From an optimization exercise on the open Yosys and OpenROAD flow, aimed at small area, a short achievable clock period and few clock cycles per item; shortcuts taken in it are not production practice. RTL that was checked went through simulation tests only; none was proved equivalent to the original. The RTL of run 1 was laid out without a check of its function.

## flow/design.v (module list and top-level ports; edited modules follow where they fit)
// module winnow_key: 1942 lines
module winnow_key (
    input  wire        clk,
    input  wire        rst,
    input  wire        req_valid,
    output wire        req_ready,
    input  wire [31:0] req_period,
    input  wire [9:0]  req_n_inst,
    input  wire [15:0] req_i_pred,
    input  wire        req_pol,
    input  wire [15:0] req_p_sw,
    input  wire [7:0]  req_k_th,
    input  wire [7:0]  req_th_code,
    input  wire        cell_valid,
    output wire        cell_ready,
    input  wire        cell_last,
    input  wire [15:0] cell_vcap,
    input  wire [18:0] cell_tau,
    input  wire [23:0] cell_cgain,
    input  wire [7:0]  cell_temp,
    input  wire        cell_ins,
    input  wire [9:0]  cell_pos,
    output reg         out_valid,
    output reg         out_last,
    output reg  [33:0] out_ck
);
  // ...
==> flow/flow/run.sh <==
#!/bin/bash
set -euo pipefail
bash standard.sh "BUFFER_PORTS_ARGS=-buffer_cell sky130_fd_sc_hd__buf_4" finish > flow_make.log 2>&1
==> flow/standard.sh <==
#!/bin/bash
# synth_recipe.tcl (not shown) runs the flow's synth.tcl, then flattens the netlist and writes it again
# the make line also repeats each setting of config.mk as NAME=value (left out here)
make -C /OpenROAD-flow-scripts/flow DESIGN_CONFIG=/design/flow/config.mk WORK_HOME=/design/flow/orfs CLKGATE_MAP_FILE= SYNTH_SCRIPT=/design/flow/synth_recipe.tcl "${@:-finish}"
==> flow/config.mk <==
export PLATFORM = sky130hd
export DESIGN_NAME = winnow_key
export DESIGN_NICKNAME = winnow_key
export VERILOG_FILES = /design/flow/design.v
export SDC_FILE = /design/flow/constraint.sdc
export NUM_CORES = 4
export LEC_CHECK = 0
export ABC_AREA = 1
export CAP_MARGIN = 20
export CORE_MARGIN = 2
export CORE_UTILIZATION = 40
export SLEW_MARGIN = 20
==> flow/constraint.sdc <==
create_clock -name core_clock -period 25.0 [get_ports {clk}]
set_input_delay 5.0000 -clock core_clock [delete_from_list [all_inputs] [get_ports {clk}]]
set_output_delay 5.0000 -clock core_clock [all_outputs]
set_load 0.01 [all_outputs]
==> flow_metrics.env, run 1 <==
export IMPL_critPathCapture="rot[9]$_SDFFE_PN0P_"
export IMPL_ys_seq_elements=412
export IMPL_timing_rr_end="rot[9]$_SDFFE_PN0P_"
export IMPL_setup_viol=0
export IMPL_largest_reg_flops=43
export IMPL_critPathMaxStageDelay_ns=0.60
export IMPL_grt_busiest_layer="met2"
export IMPL_post_cts_resized=0
export IMPL_met2_wirelength_microns=54660
export IMPL_cts_buffers=50
export IMPL_synth_compound_area_share_pct=13.59
export IMPL_start_util_pct=40.30
export IMPL_fin_setup_tns_ns=0
export IMPL_synth_fa_ha_area_share_pct=31.75
export IMPL_hold_path_class="register to register"
export IMPL_antenna_left=0
export IMPL_syn_inst=5417
export IMPL_drv_slew=0
export IMPL_synth_seq_area_share_pct=19.72
export IMPL_clkSinkCount=412
export IMPL_routed_wl_met3_microns=9214
export IMPL_whs_endpoint="b_pos[3]$_DFF_P_"
export IMPL_largest_cell_class="multi-input combinational cells"
export IMPL_dpl_hpwl_microns=96600
export IMPL_fin_skew_ns=0.02978
export IMPL_status="finished clean"
export IMPL_synthTopCellsByArea="fa_1 (22%), dfxtp_1 (15%), xnor2_1 (12%)"
export IMPL_cts_tree="done"
export IMPL_use_met3_pct=3.508
export IMPL_synthXorXnorAreaFrac_pct=14.38
export IMPL_seqAreaFraction_pct=17.92
export IMPL_crit_start="r_n[1]$_DFFE_PN_"
export IMPL_core_region_area_sq_um=112300
export IMPL_yosys_warnings=2
export IMPL_rrSetupSlack_ns=18.17
export IMPL_crit_type="register to register"
export IMPL_synth_top_area_share_pct=22.02
export IMPL_cts_setup_buffers=0
==> run 2: changes to the inputs <==
--- a/flow/design.v
+++ b/flow/design.v
@@ -18,17 +18,17 @@
     input  wire [23:0] cell_cgain,
     input  wire [7:0]  cell_temp,
     input  wire        cell_ins,
     input  wire [9:0]  cell_pos,
     output reg         out_valid,
     output reg         out_last,
     output reg  [33:0] out_ck
 );
-    localparam integer MS = 3;               
+    localparam integer MS = 2;               
     localparam integer MOD_CYC = (32 + MS - 1) / MS;   
     localparam integer PW = MOD_CYC * MS;              
     localparam [5:0] READY_AT = (MOD_CYC >= 3) ? MOD_CYC - 3 : 0;
     reg        req_ready_r;
     reg        req_nld;        
     reg        cell_ready_r;
     reg        cell_nrdy;      
     assign req_ready  = req_ready_r;
==> run 2 against run 1 <==
Global-route usage down 0.22 points. Register-to-register slack better by 1.0 ns. Hold slack better by 0.015 ns. Cell count is 1.7% lower. Synthesized cell count shrank 1.9%. Via count fell by 2.4%. Clock-buffer cell count fell by 5. Wire length fell by 1.7%. Die area fell by 1.1%. Setup slack gained 0.67 ns.
==> flow_metrics.env, run 2 <==
export IMPL_status="finished clean"
export IMPL_insertion_delay_ns=0.65
export IMPL_core_region_area_sq_um=110800
export IMPL_final_core_utilization_pct=44.37
export IMPL_ios=212
export IMPL_synthToLayoutAreaGrowth_pct=9.840
export IMPL_ys_flop_type="dfxtp_1"
export IMPL_crit_fanout=2
export IMPL_yosysTopAreaCell="fa_1"
export IMPL_grt_overflow=0
export IMPL_first_pass_iters=6
export IMPL_dieHeight_microns=338.6
export IMPL_highest_layer="met5"
export IMPL_wl_met1_microns=54600
export IMPL_die_area_sq_um=114600
export IMPL_cts_setup_buffers=0
export IMPL_syn_inst=5313
export IMPL_start_util_pct=40.40
export IMPL_multi_input_area_sq_um=30410
export IMPL_worst_pin_slew_ns=0.9518
export IMPL_hold_buffers=0
export IMPL_cp_num_buf_inv=1
export IMPL_drt_initial_drc_count=2588
export IMPL_largest_register="a_t"
export IMPL_setup_worst_path_start_class="register"
export IMPL_drc_errors=0
export IMPL_routed_wl_met3_microns=8148
export IMPL_arrival_ns=1.15
export IMPL_crit_path_cell_trace="buf_4"
export IMPL_ys_seq_elements=411
export IMPL_antenna_cells=0
export IMPL_cp_top_family="flip-flops"
export IMPL_wl_microns=119400
export IMPL_synth_nets=6326
export IMPL_clk_pin_slew_ns=0.06
export IMPL_ff_latch_area_sq_um=8909
export IMPL_crit_path_end_kind="primary output"
export IMPL_synthTopCellsByArea="fa_1 (22%), dfxtp_1 (15%), xnor2_1 (12%)"
export IMPL_cap_viol_max_count=0
export IMPL_hold_viol=0
export IMPL_grt_pass1_wl_microns=191700
export IMPL_clkSinkCount=411
export IMPL_synth_edf_count=68
export IMPL_port_buffers=211
export IMPL_grt_max_degree=67
export IMPL_fmax_mhz=162.5
export IMPL_async_flop_share_pct=0
export IMPL_largest_reg_flops=43
export IMPL_fin_skew_ns=0.05353
export IMPL_met2_wirelength_microns=52960
export IMPL_yosys_warnings=2
export IMPL_crit_slowest_cell="dfxtp_1"
export IMPL_drv_slew=0
export IMPL_final_common_cell="inv_1"
export IMPL_crit_type="register to primary output"
export IMPL_synth_top_area_share_pct=22.22
export IMPL_die_w_microns=338.6
export IMPL_h_tree_depth=2
export IMPL_cp_required_ns=20.00
export IMPL_slew_limit_headroom_pct=36.55
export IMPL_root_buffer="clkbuf_16"
export IMPL_post_route_period_util_pct=24.61
export IMPL_synth_common_cells="inv_1 (1127), xnor2_1 (609), o22ai_1 (561)"
export IMPL_layout_drive_gt1_share_pct=7.941
export IMPL_postSynthAreaPerCell_sq_um=8.427
export IMPL_final_cell_mix="inv_1 (1127), xnor2_1 (609), o22ai_1 (561), nand2_1 (512), fa_1 (497)"
export IMPL_reg_top3="a_t (43), out_ck (34), r_per (32)"
export IMPL_grt_pass1_vias=35270
export IMPL_track_usage_pct=20.69
export IMPL_grt_setup_unrepaired="no"
export IMPL_antenna_left=0
export IMPL_vias_per_cell=5.104
export IMPL_placed_cell_area_sq_um=47440
export IMPL_fin_setup_tns_ns=0
export IMPL_nFillCells=11030
export IMPL_rows=122
export IMPL_cts_tree="done"
export IMPL_finalCriticalPeriod_ns=6.153
export IMPL_clockBufferDepth=3
export IMPL_antenna_found_initial=1
export IMPL_setup_viol=0
export IMPL_dpl_hpwl_microns=95310
export IMPL_ys_types=60
export IMPL_critPathMaxStageDelay_ns=0.38
export IMPL_wire_per_inst_microns=17.39
export IMPL_post_cts_resized=0
export IMPL_syn_area_sq_um=44770
export IMPL_nets=6348
export IMPL_vias=35040
export IMPL_yosysMostFrequentCell="inv_1"
export IMPL_cts_buffers=50
export IMPL_hold_path_class="register to register"
export IMPL_gp_congestion=0.9177
export IMPL_synth_seq_area_share_pct=19.90
export IMPL_final_area_sq_um=49180
[run 2: cell types whose count changed in the layout (fill, tap and decap cells not counted), sizes merged, moves of 9 or more]
cell	change
o211ai	+12
inv	+9
nand3	-21
xor2	-9
o21a	-14
ha	-10
nand2	-60
[run 2: worst paths after layout]
| path | slack (ns) | startpoint | cells past startpoint | end |
|---|---|---|---|---|
| max | 18.85 | cell_ready_r$_SDFFE_PP0P_ | 1 | cell_ready |
| min | 0.32 | a_pos[7]$_DFF_P_ | 0 | b_pos[7]$_DFF_P_ |
| max reg2reg | 19.21 | s0_tone[2]$_DFF_P_ | 20 | a_t[40]$_DFF_P_ |
| min reg2reg | 0.32 | a_pos[7]$_DFF_P_ | 0 | b_pos[7]$_DFF_P_ |
[run 2: cells by family (layout without fill, tap and decap cells)]
group | count (synthesis) | after routing | synth area share (%)
adder cells (fa/ha/maj) | 839 | 839 | 31.78
AND/OR/NAND/NOR | 847 | 847 | 7.850
buffers and inverters | 1446 | 1510 | 12.18
XOR/XNOR | 728 | 728 | 14.24
AO/OA/AOI/OAI | 1042 | 1042 | 14.04
flip-flops | 411 | 411 | 19.90
[run 2: through the flow]
stage                     std cells  setup WS [ns]  hold WS [ns]
after floorplan                5313          19.48        0.3096
after global placement         6771          19.04        0.3105
after detailed placement       6771          19.06        0.3121
after CTS                      6865          18.79        0.3238
after global routing           6865          18.73        0.3236
final                          6865          18.85        0.3228
[run 2: per-layer routing]
layer,up-vias,GRT usage [%]
li1,17060,-
met1,16610,28.53
met2,1156,33.27
met3,216,3.359
met4,2,6.259
met5,-,0
[run 2: cell type report]
type | instances | area share (%)
tap | 1488 | 3.786
clock buffer | 60 | 2.806
inverter | 1164 | 8.890
clock inverter | 34 | 0.7226
sequential | 411 | 18.12
timing repair buffer | 252 | 3.847
multi-input combinational | 3456 | 61.83
Testbench counts of run 2, summed over its fixed seeds: cycles 12,040, items 11,512.
==> run 3: changes to the inputs <==
==> flow/flow/run.sh (replaced) <==
#!/bin/bash
set -euo pipefail
here=$(pwd)
bash standard.sh DONT_BUFFER_PORTS=1 "PRE_GLOBAL_PLACE_TCL=$here/flow/buffer_ports.tcl" finish > flow_make.log 2>&1
==> flow/flow/buffer_ports.tcl (new file) <==
# Port buffers: a small buffer on each input (the inputs have slack) and a
# strong one on each output (each drives the 0.01 pF output load).
buffer_ports -inputs -buffer_cell sky130_fd_sc_hd__buf_1
buffer_ports -outputs -buffer_cell sky130_fd_sc_hd__buf_4
--- a/flow/config.mk
+++ b/flow/config.mk
@@ -11,2 +11,4 @@
 export CORE_UTILIZATION = 40
+export CTS_CLUSTER_DIAMETER = 100
+export CTS_CLUSTER_SIZE = 24
 export SLEW_MARGIN = 20
==> run 3 against run 2 <==
Utilization down 2.1 points. Still clean on timing, DRC and antenna. Global-route usage hardly changed. Hold slack better by 0.0075 ns. Clock-buffer cell count fell by 25. Critical path type unchanged.
==> flow_metrics.env, run 3 <==
export IMPL_status="finished clean"
export IMPL_final_core_utilization_pct=42.31
export IMPL_clockBufferDepth=3
export IMPL_yosys_area_share_simple_pct=7.850
export IMPL_die_w_microns=338.6
export IMPL_crit_fanout=2
export IMPL_ys_types=60
export IMPL_h_tree_depth=1
export IMPL_largest_reg_flops=43
export IMPL_synth_seq_area_share_pct=19.90
export IMPL_crit_type="register to primary output"
export IMPL_synth_edf_count=68
export IMPL_drv_slew=0
export IMPL_antenna_left=0
export IMPL_grt_setup_unrepaired="no"
export IMPL_hold_viol=0
export IMPL_core_region_area_sq_um=110800
export IMPL_dieHeight_microns=338.6
export IMPL_ys_flop_type="dfxtp_1"
export IMPL_port_buffers=211
export IMPL_muxShareOfSynthArea_pct=0
export IMPL_fin_skew_ns=0.04049
export IMPL_reg_top3="a_t (43), out_ck (34), r_per (32)"
export IMPL_dpl_hpwl_microns=96720
export IMPL_drc_errors=0
export IMPL_ys_seq_elements=411
export IMPL_cts_tree="done"
export IMPL_highest_layer="met5"
export IMPL_final_cell_mix="inv_1 (1127), xnor2_1 (609), o22ai_1 (561), nand2_1 (512), fa_1 (497)"
export IMPL_grt_overflow=0
export IMPL_post_route_period_util_pct=24.40
export IMPL_hold_buffers=0
export IMPL_synth_top_area_share_pct=22.22
export IMPL_yosysMostFrequentCell="inv_1"
export IMPL_synth_nets=6326
export IMPL_track_usage_pct=20.74
export IMPL_yosys_warnings=2
export IMPL_antenna_found_initial=7
export IMPL_root_buffer="clkbuf_16"
export IMPL_synth_top_family_by_area="adder cells"
export IMPL_cp_required_ns=20.00
export IMPL_setup_viol=0
export IMPL_syn_inst=5313
export IMPL_worst_pin_slew_ns=0.9373
export IMPL_layout_drive_gt1_share_pct=3.432
export IMPL_hold_path_class="register to register"
export IMPL_ios=212
export IMPL_rows=122
export IMPL_synth_fa_ha_area_share_pct=31.78
export IMPL_wl_microns=120300
export IMPL_wire_per_inst_microns=18.16
export IMPL_nets=6122
export IMPL_crit_path_end_kind="primary output"
export IMPL_fmax_mhz=163.9
export IMPL_finalCriticalPeriod_ns=6.100
export IMPL_insertion_delay_ns=0.65
export IMPL_synth_compound_area_share_pct=14.04
export IMPL_synthToLayoutAreaGrowth_pct=4.729
export IMPL_largest_register="a_t"
export IMPL_final_common_cell="inv_1"
export IMPL_grt_max_degree=61
export IMPL_die_area_sq_um=114600
export IMPL_vias=34320
export IMPL_synth_common_cells="inv_1 (1127), xnor2_1 (609), o22ai_1 (561)"
export IMPL_grt_pass1_wl_microns=191700
export IMPL_met2_wirelength_microns=53900
export IMPL_syn_area_sq_um=44770
export IMPL_drt_initial_drc_count=2872
export IMPL_dp_cells=6568
export IMPL_wl_met1_microns=55370
export IMPL_cts_buffers=27
export IMPL_vias_per_cell=5.184
export IMPL_slew_limit_headroom_pct=37.42
export IMPL_whs_ns=0.3303
export IMPL_routed_wl_met3_microns=7689
export IMPL_synthXorXnorAreaFrac_pct=14.24
export IMPL_start_util_pct=40.40
export IMPL_cts_setup_buffers=0
export IMPL_synthTopCellsByArea="fa_1 (22%), dfxtp_1 (15%), xnor2_1 (12%)"
export IMPL_cap_viol_max_count=0
export IMPL_postSynthAreaPerCell_sq_um=8.427
export IMPL_post_cts_resized=0
export IMPL_grt_pass1_vias=34510
export IMPL_yosysTopAreaCell="fa_1"
export IMPL_first_pass_iters=6
export IMPL_clkSinkCount=411
export IMPL_async_flop_share_pct=0
export IMPL_arrival_ns=1.10
export IMPL_setup_worst_path_start_class="register"
export IMPL_clk_pin_slew_ns=0.10
export IMPL_fin_setup_tns_ns=0
export IMPL_gp_congestion=0.9141
export IMPL_stdcell_count=6621
run 3: kinds of logic after synthesis:
family	Yosys count
AO/OA/AOI/OAI	1042
adder cells (fa/ha/maj)	839
AND/OR/NAND/NOR	847
flip-flops	411
buffers and inverters	1446
XOR/XNOR	728
run 3: final timing paths:
| path | cells after the start | from | to | slack [ns] |
|---|---|---|---|---|
| max reg2reg | 21 | s0_tone[0]$_DFF_P_ | a_t[40]$_DFF_P_ | 19.12 |
| max | 0 | cell_ready_r$_SDFFE_PP0P_ | cell_ready | 18.90 |
| min reg2reg | 0 | s0_last$_DFF_P_ | a_last$_DFF_P_ | 0.33 |
| min | 0 | s0_last$_DFF_P_ | a_last$_DFF_P_ | 0.33 |
run 3: final cells by class:
| class | instances | area, sq um |
|---|---|---|
| fillers | 11180 | 63930 |
| clock inverters | 13 | 210.2 |
| inverters | 1164 | 4372 |
| clock buffers | 35 | 747.0 |
| flip-flops and latches | 411 | 8910 |
| diodes | 5 | 12.51 |
| multi-input cells | 3456 | 30410 |
| repair buffers | 49 | 367.9 |
| well taps | 1488 | 1862 |
run 3: metal layers:
layer | vias up | track usage (%)
met5 | - | 0
met4 | 4 | 5.157
met3 | 190 | 3.034
met2 | 1131 | 33.47
met1 | 16430 | 29.13
li1 | 16570 | -
run 3: through the flow:
| stage | worst slack (ns) | cell area, sq um |
|---|---|---|
| after floorplan | 19.48 | 44770 |
| after global placement | 19.18 | 45920 |
| after detailed placement | 19.13 | 45920 |
| after CTS | 18.83 | 46870 |
| after global routing | 18.73 | 46880 |
| final | 18.90 | 46890 |
==> run 4: changes to the inputs <==
==> flow/flow/run.sh (replaced) <==
#!/bin/bash
set -euo pipefail
here=$(pwd)
bash standard.sh "BUFFER_PORTS_ARGS=-buffer_cell sky130_fd_sc_hd__buf_4" \
    "POST_GLOBAL_PLACE_TCL=$here/flow/input_buffers.tcl" finish > flow_make.log 2>&1
==> flow/flow/input_buffers.tcl (new file) <==
# After global placement: the standard flow has buffered every port with
# sky130_fd_sc_hd__buf_4 (BUFFER_PORTS_ARGS in run.sh); the inputs have timing
# slack, so their buffers are made sky130_fd_sc_hd__buf_1. The output buffers,
# which drive the output load, stay buf_4.
set n 0
foreach inst [get_cells input*] {
  if { [get_property $inst ref_name] == "sky130_fd_sc_hd__buf_4" } {
    replace_cell $inst sky130_fd_sc_hd__buf_1
    incr n
  }
}
puts "input port buffers made sky130_fd_sc_hd__buf_1: $n"
removed: flow/flow/buffer_ports.tcl
==> run 4 against run 3 <==
Clock-buffer cell count did not move. Cell count rose by 3.0%. Register-to-register slack improved by 0.07 ns. Largest cell class unchanged. Wire length fell by 1.8%. Synthesized area did not move. Still clean on timing, DRC and antenna. Highest routed layer unchanged.
==> flow_metrics.env, run 4 <==
export IMPL_grt_max_degree=67
export IMPL_crit_path_cell_trace="buf_4"
export IMPL_synthToLayoutAreaGrowth_pct=6.844
export IMPL_hold_viol=0
export IMPL_setup_worst_path_start_class="register"
export IMPL_clkSinkCount=411
export IMPL_nets=6326
export IMPL_fin_setup_tns_ns=0
export IMPL_vias=34890
export IMPL_synth_common_cells="inv_1 (1127), xnor2_1 (609), o22ai_1 (561)"
export IMPL_postSynthAreaPerCell_sq_um=8.427
export IMPL_ys_seq_elements=411
export IMPL_drv_slew=0
export IMPL_muxShareOfSynthArea_pct=0
export IMPL_root_buffer="clkbuf_16"
export IMPL_core_region_area_sq_um=110800
export IMPL_post_route_period_util_pct=24.75
export IMPL_yosys_warnings=2
export IMPL_synthTopCellsByArea="fa_1 (22%), dfxtp_1 (15%), xnor2_1 (12%)"
export IMPL_crit_fanout=2
export IMPL_arrival_ns=1.19
export IMPL_post_place_ws_ns=19.03
export IMPL_die_area_sq_um=114600
export IMPL_crit_path_end_kind="primary output"
export IMPL_placed_cell_area_sq_um=46790
export IMPL_hold_buffers=0
export IMPL_drc_errors=0
export IMPL_insertion_delay_ns=0.66
export IMPL_largest_register="a_t"
export IMPL_status="finished clean"
export IMPL_cp_num_buf_inv=1
export IMPL_finalCriticalPeriod_ns=6.188
export IMPL_worst_pin_slew_ns=0.9390
export IMPL_synth_nets=6326
export IMPL_port_buffers=211
export IMPL_vias_per_cell=5.114
export IMPL_synthXorXnorAreaFrac_pct=14.24
export IMPL_dpl_hpwl_microns=95100
export IMPL_fmax_mhz=161.6
export IMPL_crit_slowest_cell="dfxtp_1"
export IMPL_final_area_sq_um=47830
export IMPL_yosys_area_share_simple_pct=7.850
export IMPL_clockBufferDepth=3
export IMPL_cap_viol_max_count=0
export IMPL_syn_inst=5313
export IMPL_antenna_found_initial=3
export IMPL_yosysMostFrequentCell="inv_1"
export IMPL_first_pass_iters=6
export IMPL_cts_setup_buffers=0
export IMPL_cp_top_family="flip-flops"
export IMPL_synth_compound_area_share_pct=14.04
export IMPL_die_w_microns=338.6
export IMPL_largest_reg_flops=43
export IMPL_final_cell_mix="inv_1 (1127), xnor2_1 (609), o22ai_1 (561), nand2_1 (512), fa_1 (497)"
export IMPL_dieHeight_microns=338.6
export IMPL_grt_pass1_wl_microns=190200
export IMPL_synth_top_family_by_area="adder cells"
export IMPL_dp_cells=6771
export IMPL_setup_viol=0
export IMPL_stdcell_count=6822
export IMPL_syn_area_sq_um=44770
export IMPL_synth_top_area_share_pct=22.22
export IMPL_fin_ws_ns=18.81
export IMPL_drt_initial_drc_count=2466
export IMPL_fin_skew_ns=0.07452
export IMPL_post_cts_resized=0
export IMPL_cts_tree="done"
export IMPL_h_tree_depth=1
export IMPL_cts_buffers=28
export IMPL_cp_required_ns=20.00
export IMPL_whs_ns=0.3303
export IMPL_rows=122
export IMPL_reg_top3="a_t (43), out_ck (34), r_per (32)"
export IMPL_grt_overflow=0
export IMPL_hold_path_class="register to register"
export IMPL_synth_seq_area_share_pct=19.90
export IMPL_grt_setup_unrepaired="no"
export IMPL_slew_limit_headroom_pct=36.74
export IMPL_yosysTopAreaCell="fa_1"
export IMPL_final_core_utilization_pct=43.16
export IMPL_async_flop_share_pct=0
export IMPL_grt_pass1_vias=34660
export IMPL_final_common_cell="inv_1"
export IMPL_antenna_cells=0
export IMPL_ios=212
export IMPL_synth_fa_ha_area_share_pct=31.78
export IMPL_antenna_left=0
export IMPL_nFillCells=11270
export IMPL_track_usage_pct=20.44
export IMPL_ys_flop_type="dfxtp_1"
export IMPL_crit_type="register to primary output"
export IMPL_critPathMaxStageDelay_ns=0.38
export IMPL_layout_drive_gt1_share_pct=3.900
export IMPL_wl_microns=118100
export IMPL_ys_types=60
export IMPL_clk_pin_slew_ns=0.10
export IMPL_start_util_pct=40.40
export IMPL_wire_per_inst_microns=17.31
export IMPL_synth_edf_count=68
run 4: cell counts after synthesis:
No cell type changed its count.
run 4: path summary, 6_finish.rpt:
kind	cells after the start	from	slack, ns	to
worst min register to register	0	s0_vcap[5]$_DFF_P_	0.33	a_vcap[5]$_DFF_P_
worst max register to register	19	s0_cgain[16]$_DFF_P_	19.19	a_t[40]$_DFF_P_
worst min-delay path	0	s0_vcap[5]$_DFF_P_	0.33	a_vcap[5]$_DFF_P_
worst max-delay path	1	req_ready_r$_SDFFE_PP1P_	18.81	req_ready
run 4: layer usage:
metal  GRT usage (%)  wire length [microns]  vias to the layer above
li1                -                      -                    16990
met1           28.91                  55230                    16590
met2           33.14                  52740                     1125
met3           2.372                   6929                      180
met4           5.250                   3196                        4
met5               0                     23                        -
run 4: cells by family (layout without fill, tap and decap cells):
family / Yosys count / count (layout)
buf+inv: 1446 / 1467
xor+xnor: 728 / 728
flops: 411 / 411
simple gates: 847 / 847
compound gates: 1042 / 1042
fa+ha+maj: 839 / 839
run 4: layout make-up:
class | count | area (sq um) | share of cell area [%]
clock buffer | 35 | 758.2 | 1.585
clock inverter | 16 | 285.3 | 0.5964
inverter | 1164 | 4372 | 9.139
multi-input combinational | 3456 | 30410 | 63.57
sequential | 411 | 8909 | 18.62
tap | 1488 | 1862 | 3.892
timing repair buffer | 252 | 1242 | 2.597

[what the ideal ports hide]
The results above use ideal ports. As a check the final layouts listed here were re-extracted and re-timed, cells and wires unchanged.
Step 1 assumes that a clkbuf_16 drives the clock port and a buf_2 every other input.
Step 2 times the ports against the registers' clock, not the clock port: input delays grow and output delays shrink by t, the midpoint of the rising clock arrivals with the driver on.
Three values: ideal, step 1, step 2; two values: the first two.
| run | t (ns) | slack for setup (ns) | worst hold slack (ns) | slew at the worst register clock pin (ns) |
|---|---|---|---|---|
| run 1 | 0.702 | 18.174 / 18.174 / 18.174 | 0.308 / 0.308 / 0.308 | 0.07 / 0.07 |
| run 2 | 0.696 | 18.847 / 18.777 / 18.995 | 0.323 / 0.323 / 0.323 | 0.07 / 0.07 |
| run 3 | 0.704 | 18.900 / 18.834 / 19.121 | 0.330 / 0.330 / 0.330 | 0.10 / 0.10 |
| run 4 | 0.694 | 18.812 / 18.745 / 18.997 | 0.330 / 0.330 / 0.330 | 0.10 / 0.10 |
After both steps setup and hold are still met in every run listed.
